Background: an optimization exercise with open tools, aiming at small area, a short achievable clock period and few clock cycles per item. Do not read the settings as production practice.
In this exercise RTL edits were held to simulation tests only and were not proved equivalent to the original.

==> flow/design.v, too long to show whole: its modules and the start of the top module <==
// module elrek_tx: 3121 lines
// module c_inv: 1 lines
// module c_nand2: 1 lines
// module c_nor2: 1 lines
// module c_and2: 1 lines
// module c_or2: 1 lines
// module c_or3: 1 lines
// module c_and3: 1 lines
// module c_and3b: 1 lines
// module c_nand3: 1 lines
// module c_nor2b: 1 lines
// module c_nor4: 1 lines
// module c_a21o: 1 lines
// module c_xor2: 1 lines
// module c_xnor2: 1 lines
// module c_mux2: 1 lines
// module c_mux4: 3 lines
// module c_a222oi: 3 lines
module elrek_tx (
    input  wire         clk,
    input  wire         rst,
    input  wire [30:0]  seed,
    input  wire         st_valid,
    output wire         st_ready,
    input  wire [3:0]   st_type,
    input  wire [3:0]   st_seq,
    input  wire [511:0] st_payload,
    output reg          tx_valid,
    output reg  [31:0]  tx_data
);
  // ...
==> flow/flow/run.sh <==
#!/bin/bash
# The standard layout (standard.sh), with these ORFS settings changed:
#  - ABC_LOAD_IN_FF=1: ABC sizes the small one-gate modules of the datapath
#    for a light load instead of upsizing them;
#  - port buffers use the smallest buffer cell (buf_1) rather than the delay
#    cell that buffer_ports picks by default;
#  - clock tree: clkbuf_16 buffers, sinks clustered in groups of up to 24
#    within 120 um, no dummy loads.
# Each ORFS step keeps its own log under orfs/logs; make's output goes to
# standard.log.
set -euo pipefail
bash standard.sh ABC_LOAD_IN_FF=1 SETUP_SLACK_MARGIN=63.3 SKIP_GATE_CLONING=1 \
    "BUFFER_PORTS_ARGS=-buffer_cell sky130_fd_sc_hd__buf_1" \
    "CTS_ARGS=-sink_clustering_enable -repair_clock_nets -sink_clustering_size 24 -sink_clustering_max_diameter 120 -buf_list sky130_fd_sc_hd__clkbuf_16 -dont_use_dummy_load" \
    finish > standard.log 2>&1
==> flow/standard.sh <==
#!/bin/bash
# synth_recipe.tcl (not shown) runs the flow's synth.tcl, then flattens the netlist and writes it again
# the make line also repeats each setting of config.mk as NAME=value (left out here)
make -C /OpenROAD-flow-scripts/flow DESIGN_CONFIG=/design/flow/config.mk WORK_HOME=/design/flow/orfs CLKGATE_MAP_FILE= SYNTH_SCRIPT=/design/flow/synth_recipe.tcl "${@:-finish}"
==> flow/config.mk <==
export PLATFORM = sky130hd
export DESIGN_NAME = elrek_tx
export DESIGN_NICKNAME = elrek_tx
export VERILOG_FILES = /design/flow/design.v
export SDC_FILE = /design/flow/constraint.sdc
export NUM_CORES = 8
export LEC_CHECK = 0
export CAP_MARGIN = 20
export CORE_MARGIN = 2
export CORE_UTILIZATION = 55
export CTS_BUF_LIST = sky130_fd_sc_hd__clkbuf_8
export CTS_CLUSTER_SIZE = 30
export SLEW_MARGIN = 20
export SYNTH_HIERARCHICAL = 1
==> flow/constraint.sdc <==
create_clock -name core_clock -period 80.0 [get_ports {clk}]
set_input_delay 16.0000 -clock core_clock [delete_from_list [all_inputs] [get_ports {clk}]]
set_output_delay 16.0000 -clock core_clock [all_outputs]
set_load 0.01 [all_outputs]
==> impl_results.md, run 1 <==
- Total number of vias: around 26000
- Setup crit end: tx_data[1]
- PostCTS Resize Cnt: 39
- Io pins: approximately 590
- Register Area: between 15000 and 20000 um^2
- Drt initial violations: 4259
- Final slew viol count: 0
- Type of the worst setup path: reg -> out
- RSZ-0062 raised after global routing: yes
- Layout cell share with drive strength beyond 1: 0.100
- Postcts setup bufs: 0
- Total gr overflow: 0
- Die Y-Extent: about 260 um
- Biggest Area Class: flip-flops and latches
- Crit path from: tx_data[1]
- Largest reg by FF count: P
- Required @ worst endpoint: 64.00 ns
- Hold Path Cell Cnt: 2
- Largest family of logic cells by synthesized area: XOR/XNOR gates
- Relative slew slack: 0.220
- Initial antenna violation count: 30
- #MultiIn Comb: approximately 1900
- DR pass1 iterations: 14
- Cell chain of the critical path: buf_2
- Fraction of area in registers: 0.468
- Post-Place Cell Area: 40400 um^2
- Synthesized area per cell: 14.4 um^2
- Synth top area share: 0.500
- Slowest CP cell: dfxtp_1
- Max Root-Sink Buffers: 3
- Inst Count DP: 4034
- Synth cell count leaders: 870 x xor2_1, 612 x edfxtp_1, 160 x a222oi_1
- Status: timing/DRC/antenna clean
- Crit path setup slack, layout: 62.95 ns
- Slew @ Worst Pin: 1.17 ns
- First-pass GRT wire length: around 180000 um
- Metal2 WL: 59800 um
- Met3 routed WL: roughly 15000 um
- Commonest non-fill, non-tap cell in the layout: xor2_1
- Async SR Flop Fraction: 0
- FF-to-FF path depth: between 40 and 50
- Number of distinct library cells after synthesis: between 50 and 60
- Seq cells post-synth: 661
Testbench counts, summed over its fixed seeds: cycles 52,836, items 3,200.
==> run 2, diff against run 1 <==
--- a/flow/flow/run.sh
+++ b/flow/flow/run.sh
@@ -9,7 +9,7 @@
 # Each ORFS step keeps its own log under orfs/logs; make's output goes to
 # standard.log.
 set -euo pipefail
-bash standard.sh ABC_LOAD_IN_FF=1 SETUP_SLACK_MARGIN=63.3 SKIP_GATE_CLONING=1 \
+bash standard.sh ABC_LOAD_IN_FF=1 \
     "BUFFER_PORTS_ARGS=-buffer_cell sky130_fd_sc_hd__buf_1" \
     "CTS_ARGS=-sink_clustering_enable -repair_clock_nets -sink_clustering_size 24 -sink_clustering_max_diameter 120 -buf_list sky130_fd_sc_hd__clkbuf_16 -dont_use_dummy_load" \
     finish > standard.log 2>&1
==> run 2 against run 1 <==
Effect of this change:
- still clean on timing, DRC and antenna
- die area did not move
- fmax fell by 0.68%
- core utilization fell by 0.13 points
- synthesized cell count did not move
- sequential share of layout area rose by 0.082 points
- non-clock buffer count rose by 1
- final cell count barely moved
- register-to-register slack got worse by 0.17 ns
- routed wire length rose by 1.6%
- first-iteration DRC count rose by 1.7%
- area after synthesis did not move
- largest cell class unchanged
==> impl_results.md, run 2 <==
- Seq/Total Area, Yosys: 0.527 (unchanged)
- Layout cell share with drive strength beyond 1: 0.0883 (was 0.100)
- Final worst-path cycle share: 0.215 (was 0.213)
- Worst-path clk slew: 0.09 ns (about the same)
- Maxcap violations: 0 (unchanged)
- Ys flop type: edfxtp_1 (unchanged)
- CP endpoint kind: flip-flop (was primary output)
- Fin util: 0.626 (was 0.628)
- Die Y-Extent: 262 um (unchanged)
- Grt met1 use: 0.515 (was 0.503)
- Top flop regs: P: 512 flops, B: 34 flops, tx_data: 32 flops (unchanged)
- Final hold viol count: 0 (unchanged)
- Count leader, synth: xor2_1 (unchanged)
- Drt initial violations: 4332 (was 4259)
- Relative slew slack: 0.287 (was 0.220)
- Fmax: 0.0582 GHz (was 0.0586 GHz)
- Gate Count Post-Synth: 2559 (unchanged)
- Final slew viol count: 0 (unchanged)
- Synth top area cells: edfxtp_1 50%, xor2_1 21%, mux4_2 6.4% (unchanged)
- Cell chain of the critical path: clkbuf_2, buf_4, inv_1, o21ai_2, buf_4 (was buf_2)
- Largest net degree at the start of global routing: 191 (was 200)
- RSZ-0062 raised after global routing: no (was yes)
- WL per Instance: 32.2 um (was 31.8 um)
- Initial Util: 0.557 (unchanged)
- Largest reg by FF count: P (unchanged)
- DR vias/cell: 6.44 (was 6.45)
- First-pass GRT wire length: 186000 um (was 182000 um)
- DR pass1 iterations: 8 (was 14)
- Status: timing/DRC/antenna clean (unchanged)
- Largest register FFs: 512 (unchanged)
- Startpoint types: input pin (was flip-flop)
- Async SR Flop Fraction: 0 (unchanged)
- Grt met3 use: 0.0886 (was 0.0807)
- Row count: 94 (unchanged)
- H-tree Lvls: 2 (unchanged)
- Synth cell count leaders: 870 x xor2_1, 612 x edfxtp_1, 160 x a222oi_1 (unchanged)
- Area Growth Syn to Fin: 12.5% (was 12.7%)
- Drt drc: 0 (unchanged)
- Slowest CP cell: buf_4 (was dfxtp_1)
- Required @ worst endpoint: 80.20 ns (was 64.00 ns)
- Final ANT Viol Nets: 0 (unchanged)
- Io pins: 588 (unchanged)
- Synthesized area per cell: 14.4 um^2 (unchanged)
- Post-CTS Hold Buffers: 0 (unchanged)
- Initial antenna violation count: 32 (was 30)
- TritonCTS clock tree: built (unchanged)
- Commonest non-fill, non-tap cell in the layout: xor2_1 (unchanged)
- Syn. warnings: 7 (unchanged)
- Max Root-Sink Buffers: 3 (unchanged)
- Root buf cell: clkbuf_16 (unchanged)
- Crit Path Max Fanout: 42 (was 1)
- Synth top area share: 0.500 (unchanged)
- Type of the worst setup path: in -> reg (was reg -> out)
- Worst path most repeated cell: buf_4
- Total gr overflow: 0 (unchanged)
- PostCTS Resize Cnt: 0 (was 39)
- GP Congestion: 0.996 (was 0.970)
- Hpwl dp: 101000 um (was 100000 um)
- GRT Total Usage: 0.376 (was 0.367)
- Seq cells post-synth: 661 (unchanged)
- Critical Path AT: 17.36 ns (was 1.05 ns)
- Setup-failing EPs final: 0 (unchanged)
- Vias in the first global route: 26149 (was 25870)
- Later-pin clock latency in the skew report: 0.62 ns (about the same)
- Core ar.: 66000 um^2 (unchanged)
- Postcts setup bufs: 0 (unchanged)
- Setup Skew: 0.0753 ns (was 0.0902 ns)
- Biggest area consumer among synthesized cells: edfxtp_1 (unchanged)
- CP peak stage delay: 0.47 ns (was 0.32 ns)
- Fin nets: 3777 (was 3776)
- CTS Buf Count: 34 (unchanged)
- Most Crowded Layer GR: met2 (unchanged)
- Min Clock Period, post-route: 17.17 ns (was 17.05 ns)
- Grt met2 use: 0.589 (was 0.582)
- Port Buffers: 587 (unchanged)
- WP buf/inv: 4 (was 1)
- Number of distinct library cells after synthesis: 58 (unchanged)
- Inst Count DP: 4034 (unchanged)
- Slew @ Worst Pin: 1.07 ns (was 1.17 ns)
- Total number of vias: 26350 (was 26366)
- Final Non-Filler Cells: 4090 (was 4088)
- Clock sink count: 661 (unchanged)
- Min-Delay Path Class: reg -> reg (unchanged)
- Routed wire length: 132000 um (was 130000 um)
- Post-synth EDFFs: 612 (unchanged)
- Setup TNS: 0 ns (unchanged)
- Die W: 262 um (unchanged)
- Most frequent cells in the layout: 870 x xor2_1, 612 x edfxtp_1, 586 x buf_1, 160 x a222oi_1, 118 x mux2_1 (was 870 x xor2_1, 612 x edfxtp_1, 552 x buf_1, 160 x a222oi_1, 118 x mux2_1)
- Die Area: 68900 um^2 (unchanged)
- Synthesized cell area: 36700 um^2 (unchanged)
- Crit path max-delay family: buffers and inverters (was flip-flops)
==> run 2: cell counts after synthesis <==
No cell type changed its count.
==> run 2: worst min-delay path, stage by stage, from the launching register on <==
cell and delay, ns:
dfxtp_1 0.37, nand2_1 0.07, a21oi_1 0.06
==> run 2: area by class of cell <==
type                            instances  area [um^2]
Fill cell                            5140        24700
Sequential cell                       661        19400
Multi-Input combinational cell       1870        17400
Timing Repair Buffer                  626         2530
Tap cell                              864         1080
Clock buffer                           34          851
Inverter                               14         52.6
Antenna cell                           21         52.6
==> run 2: path summary, 6_finish.rpt <==
kind | from | to | slack (ns) | depth (start not counted)
worst max-delay path | rst | scr[24] | 62.83 | 5
worst min-delay path | mk | mk | 0.54 | 2
worst max register to register | tq[5] | hist[2] | 65.51 | 42
worst min register to register | mk | mk | 0.54 | 2
==> run 2: metal layers <==
metal	vias up	part of all wire	wire, um
met4	28	0.040	5270
li1	11123	-	-
met2	1842	0.45	60000
met3	290	0.12	15700
met5	-	0.0014	184
met1	13067	0.38	50700
==> run 2: cells by family (layout without fill, tap and decap cells) <==
family,Yosys count,in the layout,synth area share
xor gates and xnor gates,876,876,0.209
DFF,661,661,0.527
and+or+nand+nor,469,469,0.0791
muxes,288,288,0.120
AOI/OAI and AO/OA,218,218,0.0556
buffers and inverters,29,674,0.00324
adders and majority gates,17,17,0.00593
other,1,23,0.000102
==> run 2: Yosys stat by module (local to each module, per instance), excerpt <==
module	flops+latches	cells inside	copies in the design
c_xnor2	0	1	4
c_or3	0	1	19
c_nand3	0	1	64
c_nor2	0	1	1
c_and2	0	1	21
c_mux4	0	1	104
==> run 2: per-stage QoR <==
step           worst slack, ns  hold slack (ns)  cell area [um^2]
2_1_floorplan            61.84            0.470             36700
6_report                 62.83            0.539             41300
3_5_place_dp             62.27            0.520             40400
3_3_place_gp             62.28            0.494             40400
5_1_grt                  62.74            0.568             41300
4_1_cts                  62.87            0.532             41200
==> run 3, diff against run 2 <==
--- a/flow/flow/run.sh
+++ b/flow/flow/run.sh
@@ -9,7 +9,7 @@
 # Each ORFS step keeps its own log under orfs/logs; make's output goes to
 # standard.log.
 set -euo pipefail
-bash standard.sh ABC_LOAD_IN_FF=1 \
+bash standard.sh ABC_LOAD_IN_FF=1 SETUP_SLACK_MARGIN=63.6 SKIP_GATE_CLONING=1 MATCH_CELL_FOOTPRINT=0 \
     "BUFFER_PORTS_ARGS=-buffer_cell sky130_fd_sc_hd__buf_1" \
     "CTS_ARGS=-sink_clustering_enable -repair_clock_nets -sink_clustering_size 24 -sink_clustering_max_diameter 120 -buf_list sky130_fd_sc_hd__clkbuf_16 -dont_use_dummy_load" \
     finish > standard.log 2>&1
==> run 3 against run 2 <==
Effect of this change:
- sequential share of layout area decreased by 0.22 points
- routed wire length decreased by 1.0%
- area after synthesis unchanged
- die area unchanged
- critical path depth decreased by 4
- register-to-register slack improved by 0.07 ns
- via count decreased by 0.79%
- hold slack got worse by 0.0041 ns
- critical endpoint is now st_ready
- largest cell class unchanged
- highest routed layer unchanged
==> impl_results.md, run 3 <==
- Initial antenna violation count: 34 (was 32)
- TritonCTS clock tree: built (unchanged)
- Root buf cell: clkbuf_16 (unchanged)
- Seq cells post-synth: 661 (unchanged)
- Synthesized cell area: 36700 um^2 (unchanged)
- Largest register FFs: 512 (unchanged)
- CP endpoint kind: primary output (was flip-flop)
- Slowest CP cell: dfxtp_2 (was buf_4)
- Area Growth Syn to Fin: 13.1% (was 12.5%)
- Drt initial violations: 4423 (was 4332)
- Fin util: 0.630 (was 0.626)
- Startpoint types: flip-flop (was input pin)
- GRT Total Usage: 0.370 (was 0.376)
- Row count: 94 (unchanged)
- Post-CTS Hold Buffers: 0 (unchanged)
- Number of distinct library cells after synthesis: 58 (unchanged)
- RSZ-0062 raised after global routing: yes (was no)
- Io pins: 588 (unchanged)
- Post-synth EDFFs: 612 (unchanged)
- DR pass1 iterations: 10 (was 8)
- Maxcap violations: 0 (unchanged)
- CTS Buf Count: 31 (was 34)
- Setup-failing EPs final: 0 (unchanged)
- Final slew viol count: 0 (unchanged)
- Fmax: 0.0585 GHz (was 0.0582 GHz)
- Later-pin clock latency in the skew report: 0.66 ns (was 0.62 ns)
- Pre-CTS WS: 62.42 ns (was 62.27 ns)
- Final worst-path cycle share: 0.214 (was 0.215)
- Die Area: 68900 um^2 (unchanged)
- Inst Count DP: 4033 (was 4034)
- CP peak stage delay: 0.34 ns (was 0.47 ns)
- Synth cell count leaders: 870 x xor2_1, 612 x edfxtp_1, 160 x a222oi_1 (unchanged)
- Crit path setup slack, layout: 62.90 ns (was 62.83 ns)
- Type of the worst setup path: reg -> out (was in -> reg)
- Status: timing/DRC/antenna clean (unchanged)
- Critical Path AT: 1.10 ns (was 17.36 ns)
- DR vias/cell: 6.38 (was 6.44)
- Vias in the first global route: 26087 (was 26149)
- Total number of vias: 26141 (was 26350)
- Largest reg by FF count: P (unchanged)
- Crit path max-delay family: flip-flops (was buffers and inverters)
- Setup Skew: 0.0427 ns (was 0.0753 ns)
- Synth top area share: 0.500 (unchanged)
- Top flop regs: P: 512 flops, B: 34 flops, tx_data: 32 flops (unchanged)
- Routed wire length: 131000 um (was 132000 um)
- Final hold viol count: 0 (unchanged)
- Hpwl dp: 101000 um (about the same)
- Commonest non-fill, non-tap cell in the layout: xor2_1 (unchanged)
- Cell chain of the critical path: buf_6 (was clkbuf_2, buf_4, inv_1, o21ai_2, buf_4)
- GP Congestion: 0.977 (was 0.996)
- Min Clock Period, post-route: 17.10 ns (was 17.17 ns)
- Die W: 262 um (unchanged)
- Clock sink count: 661 (unchanged)
- Syn. warnings: 7 (unchanged)
- Drt drc: 0 (unchanged)
- Slew @ Worst Pin: 1.02 ns (was 1.07 ns)
- Total gr overflow: 0 (unchanged)
- Fin nets: 3782 (was 3777)
- Final Non-Filler Cells: 4097 (was 4090)
- Initial Util: 0.557 (unchanged)
- H-tree Lvls: 1 (was 2)
- Final ANT Viol Nets: 0 (unchanged)
- First-pass GRT wire length: 183000 um (was 186000 um)
- Required @ worst endpoint: 64.00 ns (was 80.20 ns)
- Ys flop type: edfxtp_1 (unchanged)
- Relative slew slack: 0.315 (was 0.287)
- Min-Delay Path Class: reg -> reg (unchanged)
- WP buf/inv: 1 (was 4)
- WL per Instance: 31.9 um (was 32.2 um)
- Die Y-Extent: 262 um (unchanged)
- Gate Count Post-Synth: 2559 (unchanged)
- Synthesized area per cell: 14.4 um^2 (unchanged)
- Synth top area cells: edfxtp_1 50%, xor2_1 21%, mux4_2 6.4% (unchanged)
- Layout cell share with drive strength beyond 1: 0.105 (was 0.0883)
- Core ar.: 66000 um^2 (unchanged)
- Setup TNS: 0 ns (unchanged)
- Worst-path clk slew: 0.10 ns (was 0.09 ns)
- Largest net degree at the start of global routing: 96 (was 191)
- Seq/Total Area, Yosys: 0.527 (unchanged)
- Port Buffers: 587 (unchanged)
- Biggest area consumer among synthesized cells: edfxtp_1 (unchanged)
- Max Root-Sink Buffers: 3 (unchanged)
- Crit Path Max Fanout: 2 (was 42)
- Most frequent cells in the layout: 870 x xor2_1, 612 x edfxtp_1, 552 x buf_1, 160 x a222oi_1, 118 x mux2_1 (was 870 x xor2_1, 612 x edfxtp_1, 586 x buf_1, 160 x a222oi_1, 118 x mux2_1)
- Count leader, synth: xor2_1 (unchanged)
- Async SR Flop Fraction: 0 (unchanged)
==> run 3: cell counts after synthesis <==
No cell type changed its count.
==> run 3: cells by family (layout without fill, tap and decap cells) <==
| family | count (synthesis) | count (layout) | share of synthesized area |
|---|---|---|---|
| buf+inv | 29 | 679 | 0.00324 |
| simple gates | 469 | 469 | 0.0791 |
| xor+xnor | 876 | 876 | 0.209 |
| mux | 288 | 288 | 0.120 |
| other cells | 1 | 25 | 0.000102 |
| compound gates | 218 | 218 | 0.0556 |
| fa+ha+maj | 17 | 17 | 0.00593 |
| flops | 661 | 661 | 0.527 |
==> run 3: path summary, 6_finish.rpt <==
check             startpoint  endpoint  slack, ns  cells past startpoint
setup / recovery     ready_o  st_ready      62.90                      1
hold / removal          c[2]      c[2]       0.54                      2
setup reg to reg      P[411]   hist[1]      65.58                     40
hold reg to reg         c[2]      c[2]       0.54                      2
==> run 3: metrics by stage <==
step                      hold slack, ns  area [um^2]
final                              0.535        41500
after global routing               0.559        41500
after CTS                          0.525        41300
after detailed placement           0.510        40400
after global placement             0.502        40400
after floorplan                    0.469        36800
==> run 3: modules after synthesis (local to each module, per instance), excerpt <==
| module | cell area (um^2) | flip-flops and latches | times used |
|---|---|---|---|
| c_a222oi | 10.0 | 0 | 160 |
| c_and2 | 6.26 | 0 | 21 |
| c_nor4 | 6.26 | 0 | 36 |
| c_or3 | 6.26 | 0 | 19 |
| c_xor2 | 8.76 | 0 | 867 |
| elrek_tx | 21100 | 661 | 1 |
==> run 3: layout make-up <==
cell class / instances / area [um^2]
Fill cell: 5096 / 24400
Timing Repair Buffer: 634 / 2800
Tap cell: 864 / 1080
Clock buffer: 31 / 776
Multi-Input combinational cell: 1870 / 17400
Antenna cell: 23 / 57.6
Sequential cell: 661 / 19400
Inverter: 14 / 55.1
==> run 3: what timing repair did <==
action / in CTS / in global routing
gates resized for setup: 89 / 24
endpoints found under the setup margin: 97 / 62
buffers inserted: 3 / 6
==> run 3: layer usage <==
metal,vias up,track usage,share of wire
met4,16,0.121,0.040
li1,11135,-,-
met2,1727,0.596,0.46
met1,12992,0.510,0.39
met3,271,0.0679,0.11
met5,-,0,0.00080
==> run 4, diff against run 3 <==
--- a/flow/flow/run.sh
+++ b/flow/flow/run.sh
@@ -9,7 +9,7 @@
 # Each ORFS step keeps its own log under orfs/logs; make's output goes to
 # standard.log.
 set -euo pipefail
-bash standard.sh ABC_LOAD_IN_FF=1 SETUP_SLACK_MARGIN=63.6 SKIP_GATE_CLONING=1 MATCH_CELL_FOOTPRINT=0 \
+bash standard.sh ABC_LOAD_IN_FF=1 SETUP_SLACK_MARGIN=63.3 SKIP_GATE_CLONING=1 MATCH_CELL_FOOTPRINT=0 \
     "BUFFER_PORTS_ARGS=-buffer_cell sky130_fd_sc_hd__buf_1" \
     "CTS_ARGS=-sink_clustering_enable -repair_clock_nets -sink_clustering_size 24 -sink_clustering_max_diameter 120 -buf_list sky130_fd_sc_hd__clkbuf_16 -dont_use_dummy_load" \
     finish > standard.log 2>&1
==> run 4 against run 3 <==
Effect of this change:
- critical path depth is the same
- die area stayed put
- hold slack got worse by 0.0029 ns
- sequential cell count unchanged
- worst setup slack better by 0.068 ns
- synthesized cell count unchanged
- sequential share of layout area rose by 0.087 points
- core utilization down 0.11 points
- via count decreased by 0.20%
- non-clock buffer count decreased by 8
- largest cell class unchanged
==> impl_results.md, run 4 <==
- Status: timing/DRC/antenna clean (unchanged)
- Reg2reg setup slack: 65.59 ns (was 65.58 ns)
- Register Area: 19400 um^2 (about the same)
- Synth cell count leaders: 870 x xor2_1, 612 x edfxtp_1, 160 x a222oi_1 (unchanged)
- WP buf/inv: 1 (unchanged)
- Relative slew slack: 0.305 (was 0.315)
- Biggest area consumer among synthesized cells: edfxtp_1 (unchanged)
- Postcts setup bufs: 0 (was 3)
- TritonCTS clock tree: built (unchanged)
- DR vias/cell: 6.39 (was 6.38)
- Fin Hold WS: 0.532 ns (was 0.535 ns)
- Io pins: 588 (unchanged)
- GP Congestion: 0.989 (was 0.977)
- Crit path from: tx_data[5] (was ready_o)
- Maxcap violations: 0 (unchanged)
- CP endpoint kind: primary output (unchanged)
- Total number of vias: 26089 (was 26141)
- Largest net degree at the start of global routing: 186 (was 96)
- Startpoint types: flip-flop (unchanged)
- GRT Total Usage: 0.368 (was 0.370)
- RSZ-0062 raised after global routing: yes (unchanged)
- CP peak stage delay: 0.33 ns (was 0.34 ns)
- Min Clock Period, post-route: 17.03 ns (was 17.10 ns)
- R2R Path End: hist[0] (was hist[1])
- Hpwl dp: 99600 um (was 101000 um)
- Post-Place Cell Area: 40400 um^2 (about the same)
- Critical Path AT: 1.03 ns (was 1.10 ns)
- Slowest CP cell: dfxtp_2 (unchanged)
- Seq cells post-synth: 661 (unchanged)
- Synthesized area per cell: 14.4 um^2 (unchanged)
- Clock sink count: 661 (unchanged)
- Slew @ Worst Pin: 1.04 ns (was 1.02 ns)
- Final ANT Viol Nets: 0 (unchanged)
- Crit Path Max Fanout: 1 (was 2)
- Type of the worst setup path: reg -> out (unchanged)
- Initial Util: 0.557 (unchanged)
- Vias in the first global route: 25875 (was 26087)
- Largest reg by FF count: P (unchanged)
- Seq/Total Area, Yosys: 0.527 (unchanged)
- Setup TNS: 0 ns (unchanged)
- Gate Count Post-Synth: 2559 (unchanged)
- Largest register FFs: 512 (unchanged)
- FF-to-FF path depth: 42 (was 40)
- Worst-path clk slew: 0.09 ns (was 0.10 ns)
- Async SR Flop Fraction: 0 (unchanged)
- Routed wire length: 130000 um (was 131000 um)
- Most frequent cells in the layout: 870 x xor2_1, 612 x edfxtp_1, 552 x buf_1, 160 x a222oi_1, 118 x mux2_1 (unchanged)
- Finished Cell Area: 41500 um^2 (about the same)
- Setup Skew: 0.0464 ns (was 0.0427 ns)
- Drt drc: 0 (unchanged)
- Layout cell share with drive strength beyond 1: 0.103 (was 0.105)
- Core ar.: 66000 um^2 (unchanged)
- Syn. warnings: 7 (unchanged)
- Row count: 94 (unchanged)
- First-pass GRT wire length: 182000 um (was 183000 um)
- Multi-input combinational cell area: 17400 um^2 (about the same)
- H-tree Lvls: 2 (was 1)
- Pre-CTS WS: 62.40 ns (was 62.42 ns)
- Count leader, synth: xor2_1 (unchanged)
- Crit path max-delay family: flip-flops (unchanged)
- RR Startpoint: tq[6] (was P[411])
- WL per Instance: 31.8 um (was 31.9 um)
- Crit path setup slack, layout: 62.97 ns (was 62.90 ns)
- Port Buffers: 587 (unchanged)
- Synth top area share: 0.500 (unchanged)
- Drt initial violations: 4247 (was 4423)
- Max Root-Sink Buffers: 3 (unchanged)
- Commonest non-fill, non-tap cell in the layout: xor2_1 (unchanged)
- Post-synth EDFFs: 612 (unchanged)
- Initial antenna violation count: 20 (was 34)
- Later-pin clock latency in the skew report: 0.59 ns (was 0.66 ns)
- Die Area: 68900 um^2 (unchanged)
- Required @ worst endpoint: 64.00 ns (about the same)
- Cell chain of the critical path: buf_6 (unchanged)
- CTS Buf Count: 34 (was 31)
- Number of distinct library cells after synthesis: 58 (unchanged)
- Final worst-path cycle share: 0.213 (was 0.214)
- Die W: 262 um (unchanged)
- Final hold viol count: 0 (unchanged)
- Min-Delay Path Class: reg -> reg (unchanged)
- Setup crit end: tx_data[5] (was st_ready)
- DR pass1 iterations: 12 (was 10)
- Synth top area cells: edfxtp_1 50%, xor2_1 21%, mux4_2 6.4% (unchanged)
- Synthesized cell area: 36700 um^2 (unchanged)
- Setup-failing EPs final: 0 (unchanged)
- Die Y-Extent: 262 um (unchanged)
- Fin nets: 3777 (was 3782)
- Final slew viol count: 0 (unchanged)
- Area Growth Syn to Fin: 12.9% (was 13.1%)
- Cell count along the critical path: 1 (unchanged)
- Root buf cell: clkbuf_16 (unchanged)
- Ys flop type: edfxtp_1 (unchanged)
- Top flop regs: P: 512 flops, B: 34 flops, tx_data: 32 flops (unchanged)
- Total gr overflow: 0 (unchanged)
- Hold Path Cell Cnt: 2 (unchanged)
- Fillers: 5178 (was 5096)
- Fmax: 0.0587 GHz (was 0.0585 GHz)
run 4: cell counts after synthesis:
Identical to the previous run, type by type.
run 4: kinds of logic after synthesis:
kind of cell | count (synthesis) | share of synthesized area
xor+xnor | 876 | 0.209
flops | 661 | 0.527
fa+ha+maj | 17 | 0.00593
mux | 288 | 0.120
buf+inv | 29 | 0.00324
compound gates | 218 | 0.0556
simple gates | 469 | 0.0791
other cells | 1 | 0.000102
run 4: metrics by stage:
| stage | util | std cells |
|---|---|---|
| after floorplan | - | 2560 |
| after global placement | 0.612 | 4034 |
| after detailed placement | 0.612 | 4034 |
| after CTS | 0.626 | 4068 |
| after global routing | 0.628 | 4079 |
| final | 0.628 | 4080 |
run 4: worst min path at each step:
stage               from    to  slack [ns]
floorplan             mk    mk        0.47
global placement      mk    mk        0.51
detailed placement  c[2]  c[2]        0.51
CTS                 c[2]  c[2]        0.53
global route        c[2]  c[2]        0.56
finish              c[2]  c[2]        0.53
run 4: Yosys stat by module (local to each module, per instance), a selection:
| module | cells inside | flip-flops and latches | area (um^2) |
|---|---|---|---|
| c_and3 | 1 | 0 | 6.26 |
| c_nand2 | 1 | 0 | 3.75 |
| c_mux4 | 1 | 0 | 22.5 |
| c_or2 | 1 | 0 | 6.26 |
| c_nor2 | 1 | 0 | 3.75 |
| c_nor2b | 1 | 0 | 6.26 |
run 4: area by class of cell:
cell class | count | area share
Multi-Input combinational cell | 1870 | 0.420
Timing Repair Buffer | 626 | 0.0644
Inverter | 14 | 0.00133
Sequential cell | 661 | 0.467
Tap cell | 864 | 0.0261
Clock buffer | 34 | 0.0205
Antenna cell | 11 | 0.000664
run 4: layer usage:
metal | share of wire | global-route usage
met1 | 0.39 | 0.507
met5 | 0.00093 | 0
met3 | 0.11 | 0.0719
met2 | 0.47 | 0.587
met4 | 0.034 | 0.126
run 4: timing repair:
item                                    in CTS  in global routing
resized for setup                           75                 23
endpoints found under the setup margin      65                 65
hold buffers                                 0                  0
==> run 5, diff against run 4 <==
==> flow/flow/run.sh (replaced) <==
#!/bin/bash
# The standard layout (standard.sh), with these ORFS settings changed:
#  - ABC_LOAD_IN_FF=1: ABC sizes the small one-gate modules of the datapath
#    for a light load instead of upsizing them;
#  - port buffers use the smallest buffer cell (buf_1) rather than the delay
#    cell that buffer_ports picks by default;
#  - clock tree: clkbuf_16 buffers, sinks clustered in groups of up to 24
#    within 120 um, no dummy loads;
#  - repair_timing aims at a setup slack of 63.3 ns (the clock is 80 ns, the
#    I/O delays 16 ns each), without cloning gates.
# Each ORFS step keeps its own log under orfs/logs; make's output goes to
# standard.log.
set -euo pipefail
bash standard.sh ABC_LOAD_IN_FF=1 SETUP_SLACK_MARGIN=63.3 SKIP_GATE_CLONING=1 \
    "BUFFER_PORTS_ARGS=-buffer_cell sky130_fd_sc_hd__buf_1" \
    "CTS_ARGS=-sink_clustering_enable -repair_clock_nets -sink_clustering_size 24 -sink_clustering_max_diameter 120 -buf_list sky130_fd_sc_hd__clkbuf_16 -dont_use_dummy_load" \
    finish > standard.log 2>&1
--- a/flow/config.mk
+++ b/flow/config.mk
@@ -7,8 +7,6 @@
 export LEC_CHECK = 0
 export CAP_MARGIN = 20
 export CORE_MARGIN = 2
-export CORE_UTILIZATION = 55
-export CTS_BUF_LIST = sky130_fd_sc_hd__clkbuf_8
-export CTS_CLUSTER_SIZE = 30
+export CORE_UTILIZATION = 70
 export SLEW_MARGIN = 20
 export SYNTH_HIERARCHICAL = 1
==> run 5 against run 4 <==
Effect of this change:
- largest cell class unchanged
- synthesized cell count did not move
- routed wire length down 1.3%
- global-route usage increased by 9.9 points
- final cell count down 4.1%
- sequential cell count unchanged
- first-iteration DRC count up 20%
- final area fell by 0.66%
- critical path depth unchanged
- die area fell by 21%
- non-clock buffer count did not move
==> impl_results.md, run 5 <==
- Count leader, synth: xor2_1 (unchanged)
- Synthesized cell area: 36700 um^2 (unchanged)
- Max Root-Sink Buffers: 3 (unchanged)
- Largest reg by FF count: P (unchanged)
- GRT Total Usage: 0.467 (was 0.368)
- Setup TNS: 0 ns (unchanged)
- Number of distinct library cells after synthesis: 58 (unchanged)
- R2R Path End: hist[0] (unchanged)
- Top flop regs: P: 512 flops, B: 34 flops, tx_data: 32 flops (unchanged)
- RSZ-0062 raised after global routing: yes (unchanged)
- Hpwl dp: 96500 um (was 99600 um)
- Largest register FFs: 512 (unchanged)
- Routed wire length: 128000 um (was 130000 um)
- WL per Instance: 32.7 um (was 31.8 um)
- Synthesized area per cell: 14.4 um^2 (unchanged)
- First-pass GRT wire length: 181000 um (was 182000 um)
- TritonCTS clock tree: built (unchanged)
- CP peak stage delay: 0.33 ns (about the same)
- Area Growth Syn to Fin: 12.1% (was 12.9%)
- Crit Path Max Fanout: 1 (unchanged)
- Vias in the first global route: 27209 (was 25875)
- Hold Startpoint: mk (was c[2])
- Hold Path Cell Cnt: 2 (unchanged)
- Commonest non-fill, non-tap cell in the layout: xor2_1 (unchanged)
- Hold Path Sink: mk (was c[2])
- FF-to-FF path depth: 42 (unchanged)
- Total gr overflow: 0 (unchanged)
- Seq/Total Area, Yosys: 0.527 (unchanged)
- Largest net degree at the start of global routing: 92 (was 186)
- Type of the worst setup path: reg -> out (unchanged)
- Fin nets: 3774 (was 3777)
- RR Startpoint: tq[5] (was tq[6])
- Async SR Flop Fraction: 0 (unchanged)
- Most frequent cells in the layout: 870 x xor2_1, 612 x edfxtp_1, 552 x buf_1, 160 x a222oi_1, 118 x mux2_1 (unchanged)
- Worst-path clk slew: 0.10 ns (was 0.09 ns)
- Relative slew slack: 0.240 (was 0.305)
- Slew @ Worst Pin: 1.14 ns (was 1.04 ns)
- Post-Synth Simple-Gate Area: 0.0791 (unchanged)
- Biggest area consumer among synthesized cells: edfxtp_1 (unchanged)
- Die Area: 54300 um^2 (was 68900 um^2)
- Initial antenna violation count: 28 (was 20)
- Crit path max-delay family: flip-flops (unchanged)
- Post-synthesis compound-gate area fraction: 0.0556 (unchanged)
- Final hold viol count: 0 (unchanged)
- Layout cell share with drive strength beyond 1: 0.102 (was 0.103)
- Root buf cell: clkbuf_16 (unchanged)
- Drt initial violations: 5108 (was 4247)
- Row count: 83 (was 94)
- Maxcap violations: 0 (unchanged)
- H-tree Lvls: 1 (was 2)
- Gate Count Post-Synth: 2559 (unchanged)
- Required @ worst endpoint: 64.00 ns (about the same)
- Min-Delay Path Class: reg -> reg (unchanged)
- Drt drc: 0 (unchanged)
- Total number of vias: 27764 (was 26089)
- Status: timing/DRC/antenna clean (unchanged)
- Synth cell count leaders: 870 x xor2_1, 612 x edfxtp_1, 160 x a222oi_1 (unchanged)
- Cell chain of the critical path: buf_2 (was buf_6)
- Setup-failing EPs final: 0 (unchanged)
- Later-pin clock latency in the skew report: 0.68 ns (was 0.59 ns)
- Seq cells post-synth: 661 (unchanged)
- Final Non-Filler Cells: 3912 (was 4080)
- CP endpoint kind: primary output (unchanged)
- Fmax: 0.0584 GHz (was 0.0587 GHz)
- GP Congestion: 1.08 (was 0.989)
- Ys flop type: edfxtp_1 (unchanged)
- DR vias/cell: 7.10 (was 6.39)
- Final slew viol count: 0 (unchanged)
- WP buf/inv: 1 (unchanged)
- Fin util: 0.798 (was 0.628)
- Postcts setup bufs: 0 (unchanged)
- Core ar.: 51600 um^2 (was 66000 um^2)
- Die Y-Extent: 233 um (was 262 um)
- Port Buffers: 587 (unchanged)
- Final worst-path cycle share: 0.214 (was 0.213)
- Final ANT Viol Nets: 0 (unchanged)
- Io pins: 588 (unchanged)
- Mux cell area share after synthesis: 0.120 (unchanged)
- Die W: 233 um (was 262 um)
- Startpoint types: flip-flop (unchanged)
- Synth Area in Adders: 0.00593 (unchanged)
- Inst Count DP: 3849 (was 4034)
- Syn. warnings: 7 (unchanged)
- Setup Skew: 0.0782 ns (was 0.0464 ns)
- DR pass1 iterations: 13 (was 12)
- Reg2reg setup slack: 65.20 ns (was 65.59 ns)
- Synth top area share: 0.500 (unchanged)
- Post-synth EDFFs: 612 (unchanged)
- Min Clock Period, post-route: 17.13 ns (was 17.03 ns)
- Fillers: 2855 (was 5178)
- Post-CTS Hold Buffers: 0 (unchanged)
- Largest family of logic cells by synthesized area: XOR/XNOR gates (unchanged)
- Synth Area in XOR/XNOR: 0.209 (unchanged)
- CTS Buf Count: 31 (was 34)
- Initial Util: 0.712 (was 0.557)
- Critical Path AT: 1.13 ns (was 1.03 ns)
- Slowest CP cell: dfxtp_1 (was dfxtp_2)
- Synth top area cells: edfxtp_1 50%, xor2_1 21%, mux4_2 6.4% (unchanged)
- Clock sink count: 661 (unchanged)
## run 5: changes by cell type in the layout (fill, tap and decap cells not counted)
cell,delta
diode_2,+19
buf_6,+1
nor3_2,+2
clkbuf_16,-3
buf_8,+1
dfxtp_1,-1
nor2_4,-1
dfxtp_2,+1
buf_2,-1
buf_12,-1
nor3_4,-2
nor2_2,+1
## run 5: area by class of cell
class                   instances  area, um^2  share of cell area
flip-flops and latches        661       19400               0.470
multi-input cells            1870       17400               0.422
repair buffers                626        2670              0.0648
well taps                     680         851              0.0207
clock buffers                  31         776              0.0188
diodes                         30        75.1             0.00182
inverters                      14        55.1             0.00134
## run 5: repair_timing
item	4_1_cts	5_1_grt
gates resized for setup	42	23
endpoints found under the hold margin	0	0
setup endpoints to repair	65	59
## run 5: kinds of logic after synthesis
kind of cell	count (synthesis)
fa+ha+maj	17
xor+xnor	876
simple gates	469
mux	288
flops	661
compound gates	218
other cells	1
buf+inv	29
## run 5: how the worst max path moves through the flow
stage,cells after the start,end,startpoint
after floorplan,4,scr[0],rst
after global routing,1,tx_data[2],tx_data[2]
after CTS,1,tx_data[2],tx_data[2]
after global placement,5,scr[10],rst
final,1,tx_data[2],tx_data[2]
after detailed placement,5,scr[10],rst
## run 5: per-stage QoR
stage | cell area (um^2) | hold WS [ns] | setup slack, ns
floorplan | 36800 | 0.469 | 62.05
global placement | 40100 | 0.488 | 62.50
detailed placement | 40100 | 0.522 | 62.43
CTS | 41000 | 0.535 | 62.88
global route | 41200 | 0.556 | 62.87
finish | 41200 | 0.554 | 62.87
## run 5: modules after synthesis, one instance, submodules excluded, a selection
| module | cell area [um^2] | cells inside |
|---|---|---|
| c_a21o | 7.51 | 1 |
| c_and2 | 6.26 | 1 |
| c_and3 | 6.26 | 1 |
| c_and3b | 8.76 | 1 |
| c_inv | 3.75 | 1 |
| c_mux4 | 22.5 | 1 |
| c_nand2 | 3.75 | 1 |
| c_nand3 | 5.00 | 1 |
| c_nor2b | 6.26 | 1 |
| c_nor4 | 6.26 | 1 |
| c_or2 | 6.26 | 1 |
| c_or3 | 6.26 | 1 |
| c_xnor2 | 8.76 | 1 |
| c_xor2 | 8.76 | 1 |
| elrek_tx | 21100 | 878 |
## run 5: per-layer routing
metal  track usage  share of wire  wire length [um]
met1         0.598           0.32             40800
met2         0.715           0.44             56800
met3         0.137           0.16             20100
met4         0.266          0.079             10200
met5             0        0.00034                43
==> run 6, diff against run 5 <==
--- a/flow/config.mk
+++ b/flow/config.mk
@@ -7,6 +7,6 @@
 export LEC_CHECK = 0
 export CAP_MARGIN = 20
 export CORE_MARGIN = 2
-export CORE_UTILIZATION = 70
+export CORE_UTILIZATION = 55
 export SLEW_MARGIN = 20
 export SYNTH_HIERARCHICAL = 1
==> run 6 against run 5 <==
Effect of this change:
- final area increased by 0.51%
- critical path type unchanged
- clock skew up 0.012 ns
- via count shrank 5.0%
- synthesized cell count unchanged
- sequential cell count stayed put
- fmax rose by 0.45%
- die area grew 27%
==> impl_results.md, run 6 <==
- Status: timing/DRC/antenna clean (unchanged)
- DR pass1 iterations: 14 (was 13)
- Post-CTS Hold Buffers: 0 (unchanged)
- Initial antenna violation count: 30 (was 28)
- Top flop regs: P: 512 flops, B: 34 flops, tx_data: 32 flops (unchanged)
- Cell chain of the critical path: buf_2 (unchanged)
- Largest register FFs: 512 (unchanged)
- Area Growth Syn to Fin: 12.7% (was 12.1%)
- Synthesized cell area: 36700 um^2 (unchanged)
- Startpoint types: flip-flop (unchanged)
- GP Congestion: 0.970 (was 1.08)
- WP buf/inv: 1 (unchanged)
- Slowest CP cell: dfxtp_1 (unchanged)
- Postcts setup bufs: 0 (unchanged)
- TritonCTS clock tree: built (unchanged)
- Fmax: 0.0586 GHz (was 0.0584 GHz)
- Hpwl dp: 100000 um (was 96500 um)
- Largest reg by FF count: P (unchanged)
- Type of the worst setup path: reg -> out (unchanged)
- Seq cells post-synth: 661 (unchanged)
- Commonest non-fill, non-tap cell in the layout: xor2_1 (unchanged)
- Die Y-Extent: 262 um (was 233 um)
- Seq/Total Area, Yosys: 0.527 (unchanged)
- Setup-failing EPs final: 0 (unchanged)
- Ys flop type: edfxtp_1 (unchanged)
- Most frequent cells in the layout: 870 x xor2_1, 612 x edfxtp_1, 552 x buf_1, 160 x a222oi_1, 118 x mux2_1 (unchanged)
- Gate Count Post-Synth: 2559 (unchanged)
- Row count: 94 (was 83)
- Final worst-path cycle share: 0.213 (was 0.214)
- Min Clock Period, post-route: 17.05 ns (was 17.13 ns)
- Maxcap violations: 0 (unchanged)
- Synth top area share: 0.500 (unchanged)
- Inst Count DP: 4034 (was 3849)
- Crit Path Max Fanout: 1 (unchanged)
- Later-pin clock latency in the skew report: 0.62 ns (was 0.68 ns)
- Post-Place Cell Area: 40400 um^2 (was 40100 um^2)
- Number of distinct library cells after synthesis: 58 (unchanged)
- GRT Total Usage: 0.367 (was 0.467)
- Finished Cell Area: 41400 um^2 (was 41200 um^2)
- Max Root-Sink Buffers: 3 (unchanged)
- Min-Delay Path Class: reg -> reg (unchanged)
- Total number of vias: 26366 (was 27764)
- Die W: 262 um (was 233 um)
- Largest net degree at the start of global routing: 200 (was 92)
- First-pass GRT wire length: 182000 um (was 181000 um)
- Drt initial violations: 4259 (was 5108)
- WL per Instance: 31.8 um (was 32.7 um)
- Synthesized area per cell: 14.4 um^2 (unchanged)
- Fin nets: 3776 (was 3774)
- H-tree Lvls: 2 (was 1)
- DR vias/cell: 6.45 (was 7.10)
- Crit path max-delay family: flip-flops (unchanged)
- RSZ-0062 raised after global routing: yes (unchanged)
- Final ANT Viol Nets: 0 (unchanged)
- Fin Hold WS: 0.566 ns (was 0.554 ns)
- Worst-path clk slew: 0.09 ns (was 0.10 ns)
- Setup Skew: 0.0902 ns (was 0.0782 ns)
- Synth cell count leaders: 870 x xor2_1, 612 x edfxtp_1, 160 x a222oi_1 (unchanged)
- Setup TNS: 0 ns (unchanged)
- PostCTS Resize Cnt: 39 (was 42)
- Die Area: 68900 um^2 (was 54300 um^2)
- Total gr overflow: 0 (unchanged)
- Async SR Flop Fraction: 0 (unchanged)
- Biggest area consumer among synthesized cells: edfxtp_1 (unchanged)
- Relative slew slack: 0.220 (was 0.240)
- CP endpoint kind: primary output (unchanged)
- Final hold viol count: 0 (unchanged)
- Core ar.: 66000 um^2 (was 51600 um^2)
- Fillers: 5188 (was 2855)
- Clock sink count: 661 (unchanged)
- Routed wire length: 130000 um (was 128000 um)
- Syn. warnings: 7 (unchanged)
- Final slew viol count: 0 (unchanged)
- Required @ worst endpoint: 64.00 ns (about the same)
- Slew @ Worst Pin: 1.17 ns (was 1.14 ns)
- Synth top area cells: edfxtp_1 50%, xor2_1 21%, mux4_2 6.4% (unchanged)
- Pre-CTS WS: 62.43 ns (about the same)
- Post-synth EDFFs: 612 (unchanged)
- Initial Util: 0.557 (was 0.712)
- CP peak stage delay: 0.32 ns (was 0.33 ns)
- Final Non-Filler Cells: 4088 (was 3912)
- Layout cell share with drive strength beyond 1: 0.100 (was 0.102)
- Reg2reg setup slack: 65.68 ns (was 65.20 ns)
- Vias in the first global route: 25870 (was 27209)
- Root buf cell: clkbuf_16 (unchanged)
- Io pins: 588 (unchanged)
- Fin util: 0.628 (was 0.798)
- Count leader, synth: xor2_1 (unchanged)
- CTS Buf Count: 34 (was 31)
- Critical Path AT: 1.05 ns (was 1.13 ns)
- Crit path setup slack, layout: 62.95 ns (was 62.87 ns)
- Port Buffers: 587 (unchanged)
- Drt drc: 0 (unchanged)
[run 6: cells by family (layout without fill, tap and decap cells)]
kind of cell | Yosys count | count (layout) | synth area share
adders and majority gates | 17 | 17 | 0.00593
AOI/OAI and AO/OA | 218 | 218 | 0.0556
DFF | 661 | 661 | 0.527
muxes | 288 | 288 | 0.120
xor gates and xnor gates | 876 | 876 | 0.209
other | 1 | 22 | 0.000102
buffers and inverters | 29 | 673 | 0.00324
and+or+nand+nor | 469 | 469 | 0.0791
[run 6: modules after synthesis (local to each module, per instance), a selection]
module	cells inside	cell area [um^2]	times used
c_nor4	1	6.26	36
c_and3	1	6.26	1
c_or2	1	6.26	92
c_inv	1	3.75	1
c_or3	1	6.26	19
c_a21o	1	7.51	27
c_nor2	1	3.75	1
c_and2	1	6.26	21
elrek_tx	878	21100	1
c_xor2	1	8.76	867
c_and3b	1	8.76	72
c_mux4	1	22.5	104
c_nor2b	1	6.26	62
c_a222oi	1	10.0	160
[run 6: path summary, 6_finish.rpt]
| kind | start | to | cells after the start |
|---|---|---|---|
| worst max-delay path | tx_data[1] | tx_data[1] | 1 |
| worst min-delay path | mk | mk | 2 |
| worst max register to register | tq[6] | hist[0] | 42 |
| worst min register to register | mk | mk | 2 |
[run 6: area by class of cell]
| cell class | count | area, um^2 | area share |
|---|---|---|---|
| flip-flops and latches | 661 | 19400 | 0.468 |
| multi-input cells | 1870 | 17400 | 0.420 |
| repair buffers | 625 | 2590 | 0.0627 |
| well taps | 864 | 1080 | 0.0261 |
| clock buffers | 34 | 851 | 0.0205 |
| inverters | 14 | 55.1 | 0.00133 |
| diodes | 20 | 50.0 | 0.00121 |
[run 6: metal layers]
layer  share of wire  up-vias  GRT usage
met1            0.38    13050      0.503
met5          0.0011        -          0
met2            0.46     1874      0.582
met4           0.040       22      0.129
met3            0.12      311     0.0807
li1                -    11109          -
==> run 7, diff against run 6 <==
--- a/flow/flow/run.sh
+++ b/flow/flow/run.sh
@@ -13,5 +13,5 @@
 set -euo pipefail
 bash standard.sh ABC_LOAD_IN_FF=1 SETUP_SLACK_MARGIN=63.3 SKIP_GATE_CLONING=1 \
     "BUFFER_PORTS_ARGS=-buffer_cell sky130_fd_sc_hd__buf_1" \
-    "CTS_ARGS=-sink_clustering_enable -repair_clock_nets -sink_clustering_size 24 -sink_clustering_max_diameter 120 -buf_list sky130_fd_sc_hd__clkbuf_16 -dont_use_dummy_load" \
+    "CTS_ARGS=-sink_clustering_enable -repair_clock_nets -sink_clustering_size 30 -sink_clustering_max_diameter 80 -buf_list sky130_fd_sc_hd__clkbuf_16 -dont_use_dummy_load" \
     finish > standard.log 2>&1
==> run 7 against run 6 <==
Effect of this change:
- final area up 0.12%
- core utilization up 0.074 points
- critical path depth unchanged
==> impl_results.md, run 7 <==
- Status: timing/DRC/antenna clean (unchanged)
- Max Root-Sink Buffers: 3 (unchanged)
- Fillers: 5185 (was 5188)
- GRT Total Usage: 0.366 (was 0.367)
- Drt initial violations: 4272 (was 4259)
- Count leader, synth: xor2_1 (unchanged)
- Later-pin clock latency in the skew report: 0.61 ns (was 0.62 ns)
- Row count: 94 (unchanged)
- Slew @ Worst Pin: 1.10 ns (was 1.17 ns)
- Top flop regs: P: 512 flops, B: 34 flops, tx_data: 32 flops (unchanged)
- Synthesized area per cell: 14.4 um^2 (unchanged)
- Final worst-path cycle share: 0.213 (about the same)
- Worst-path clk slew: 0.10 ns (was 0.09 ns)
- Number of distinct library cells after synthesis: 58 (unchanged)
- Fin nets: 3778 (was 3776)
- Setup-failing EPs final: 0 (unchanged)
- Io pins: 588 (unchanged)
- Largest register FFs: 512 (unchanged)
- Startpoint types: flip-flop (unchanged)
- Fmax: 0.0587 GHz (was 0.0586 GHz)
- Synth cell count leaders: 870 x xor2_1, 612 x edfxtp_1, 160 x a222oi_1 (unchanged)
- Crit Path Max Fanout: 1 (unchanged)
- Post-Place Cell Area: 40400 um^2 (unchanged)
- Root buf cell: clkbuf_16 (unchanged)
- CP endpoint kind: primary output (unchanged)
- Maxcap violations: 0 (unchanged)
- Final hold viol count: 0 (unchanged)
- TritonCTS clock tree: built (unchanged)
- Min Clock Period, post-route: 17.05 ns (about the same)
- DR vias/cell: 6.41 (was 6.45)
- Clock sink count: 661 (unchanged)
- Initial Util: 0.557 (unchanged)
- Layout cell share with drive strength beyond 1: 0.101 (was 0.100)
- DR pass1 iterations: 9 (was 14)
- WL per Instance: 31.6 um (was 31.8 um)
- Multi-input combinational cell area: 17400 um^2 (unchanged)
- Core ar.: 66000 um^2 (unchanged)
- Gate Count Post-Synth: 2559 (unchanged)
- Port Buffers: 587 (unchanged)
- CTS Buf Count: 36 (was 34)
- First-pass GRT wire length: 181000 um (was 182000 um)
- Synthesized cell area: 36700 um^2 (unchanged)
- Relative slew slack: 0.263 (was 0.220)
- Most frequent cells in the layout: 870 x xor2_1, 612 x edfxtp_1, 552 x buf_1, 160 x a222oi_1, 118 x mux2_1 (unchanged)
- Required @ worst endpoint: 64.00 ns (about the same)
- Seq/Total Area, Yosys: 0.527 (unchanged)
- Final ANT Viol Nets: 0 (unchanged)
- Commonest non-fill, non-tap cell in the layout: xor2_1 (unchanged)
- Min-Delay Path Class: reg -> reg (unchanged)
- Initial antenna violation count: 23 (was 30)
- Area Growth Syn to Fin: 12.9% (was 12.7%)
- CP peak stage delay: 0.32 ns (about the same)
- Setup Skew: 0.0795 ns (was 0.0902 ns)
- Die Y-Extent: 262 um (unchanged)
- Async SR Flop Fraction: 0 (unchanged)
- Largest net degree at the start of global routing: 200 (unchanged)
- Slowest CP cell: dfxtp_1 (unchanged)
- Syn. warnings: 7 (unchanged)
- Cell count along the critical path: 1 (unchanged)
- WP buf/inv: 1 (unchanged)
- Register Area: 19400 um^2 (unchanged)
- Hold Path Cell Cnt: 2 (unchanged)
- Biggest area consumer among synthesized cells: edfxtp_1 (unchanged)
- Seq cells post-synth: 661 (unchanged)
- Type of the worst setup path: reg -> out (unchanged)
- GP Congestion: 0.970 (unchanged)
- Cell chain of the critical path: buf_2 (unchanged)
- Postcts setup bufs: 0 (unchanged)
- Critical Path AT: 1.05 ns (about the same)
- Synth top area share: 0.500 (unchanged)
- Vias in the first global route: 25804 (was 25870)
- Crit path max-delay family: flip-flops (unchanged)
- Die W: 262 um (unchanged)
- Post-synth EDFFs: 612 (unchanged)
- Reg2reg setup slack: 65.71 ns (was 65.68 ns)
- RSZ-0062 raised after global routing: yes (unchanged)
- Hpwl dp: 100000 um (unchanged)
- Largest reg by FF count: P (unchanged)
- Final slew viol count: 0 (unchanged)
- Post-CTS Hold Buffers: 0 (unchanged)
- Ys flop type: edfxtp_1 (unchanged)
- H-tree Lvls: 2 (unchanged)
- Total gr overflow: 0 (unchanged)
- Routed wire length: 129000 um (was 130000 um)
- Drt drc: 0 (unchanged)
- Synth top area cells: edfxtp_1 50%, xor2_1 21%, mux4_2 6.4% (unchanged)
- Die Area: 68900 um^2 (unchanged)
- Total number of vias: 26223 (was 26366)
- FF-to-FF path depth: 42 (unchanged)
- Finished Cell Area: 41500 um^2 (was 41400 um^2)
- Setup TNS: 0 ns (unchanged)
[run 7: timing repair]
item / CTS / global route
endpoints found under the setup margin: 65 / 65
cloned: 0 / 0
resized for setup: 38 / 12
pin swaps: 0 / 0
[run 7: metrics by stage]
step	setup WS, ns	hold WS (ns)	util	std cells
CTS	62.93	0.562	0.627	4070
global route	62.93	0.595	0.628	4085
floorplan	62.05	0.469	-	2560
global placement	62.45	0.503	0.612	4034
finish	62.95	0.562	0.628	4089
detailed placement	62.43	0.540	0.612	4034
[run 7: final timing paths]
check             start          to
min                  mk          mk
max reg2reg       tq[6]     hist[0]
max          tx_data[5]  tx_data[5]
min reg2reg          mk          mk
[run 7: Yosys stat by module (local to each module, per instance), excerpt]
| module | flip-flops and latches | cell area [um^2] | times used |
|---|---|---|---|
| c_nor4 | 0 | 6.26 | 36 |
| c_and3 | 0 | 6.26 | 1 |
| c_a222oi | 0 | 10.0 | 160 |
| c_xnor2 | 0 | 8.76 | 4 |
| c_or3 | 0 | 6.26 | 19 |
| c_xor2 | 0 | 8.76 | 867 |
| c_nand3 | 0 | 5.00 | 64 |
| c_inv | 0 | 3.75 | 1 |
| c_mux4 | 0 | 22.5 | 104 |
| c_nor2b | 0 | 6.26 | 62 |
| c_and3b | 0 | 8.76 | 72 |
| c_and2 | 0 | 6.26 | 21 |
| elrek_tx | 661 | 21100 | 1 |
| c_nor2 | 0 | 3.75 | 1 |
| c_mux2 | 0 | 11.3 | 118 |
[run 7: cell type report]
| cell class | instances | area share |
|---|---|---|
| multi-input cells | 1870 | 0.420 |
| repair buffers | 625 | 0.0626 |
| well taps | 864 | 0.0261 |
| inverters | 14 | 0.00133 |
| diodes | 19 | 0.00115 |
| flip-flops and latches | 661 | 0.467 |
| clock buffers | 36 | 0.0217 |
[run 7: logic make-up (layout without fill, tap and decap cells)]
logic type,after synthesis,in the layout,share of synthesized area
compound gates,218,218,0.0556
xor+xnor,876,876,0.209
fa+ha+maj,17,17,0.00593
buf+inv,29,675,0.00324
flops,661,661,0.527
mux,288,288,0.120
other cells,1,21,0.000102
simple gates,469,469,0.0791
[run 7: worst reg2reg max path: cells and delay by family (launching register included)]
family / cells / cell delay (ns)
and+or+nand+nor: 19 / 5.99
xor gates and xnor gates: 14 / 4.04
muxes: 8 / 3.27
DFF: 1 / 0.53
buffers and inverters: 1 / 0.22
[run 7: routing by layer]
layer | up-vias | global-route usage | part of all wire
met1 | 12971 | 0.502 | 0.39
met5 | - | 0 | 0.00085
met4 | 16 | 0.121 | 0.037
met3 | 269 | 0.0813 | 0.11
met2 | 1843 | 0.582 | 0.46
li1 | 11124 | - | -

separate check: timing with driven ports:
Ports are ideal in the flow. The routed layouts listed here were re-timed in OpenROAD. Step 1: set_driving_cell puts a clkbuf_16 on clk and a buf_2 on each other input, an assumption about the parent block. Step 2 times the ports against the registers' clock, not the clock port: input delays grow and output delays shrink by t, the midpoint of the rising clock arrivals with the driver on. Slacks: ideal ports / drivers / drivers and shift; pairs: ideal ports / drivers.
run | t (ns) | setup slack, ns | slew at the worst register clock pin (ns) | pins driven straight from the clock port
run 1 | 0.641 | 62.948 / 62.878 / 62.777 | 0.10 / 0.10 | 1
run 2 | 0.647 | 62.831 / 62.851 / 62.222 | 0.11 / 0.11 | 1
run 3 | 0.710 | 62.904 / 62.832 / 62.839 | 0.11 / 0.11 | 1
run 4 | 0.639 | 62.972 / 62.903 / 62.774 | 0.11 / 0.11 | 1
run 5 | 0.706 | 62.872 / 62.805 / 62.696 | 0.11 / 0.11 | 1
run 6 | 0.641 | 62.948 / 62.878 / 62.777 | 0.10 / 0.10 | 1
run 7 | 0.644 | 62.954 / 62.884 / 62.778 | 0.12 / 0.12 | 1
After both steps setup and hold are still met in every run listed. The setup slack of run 2, which loses most, moves by +0.020 ns with the drivers and by -0.609 ns with both steps.
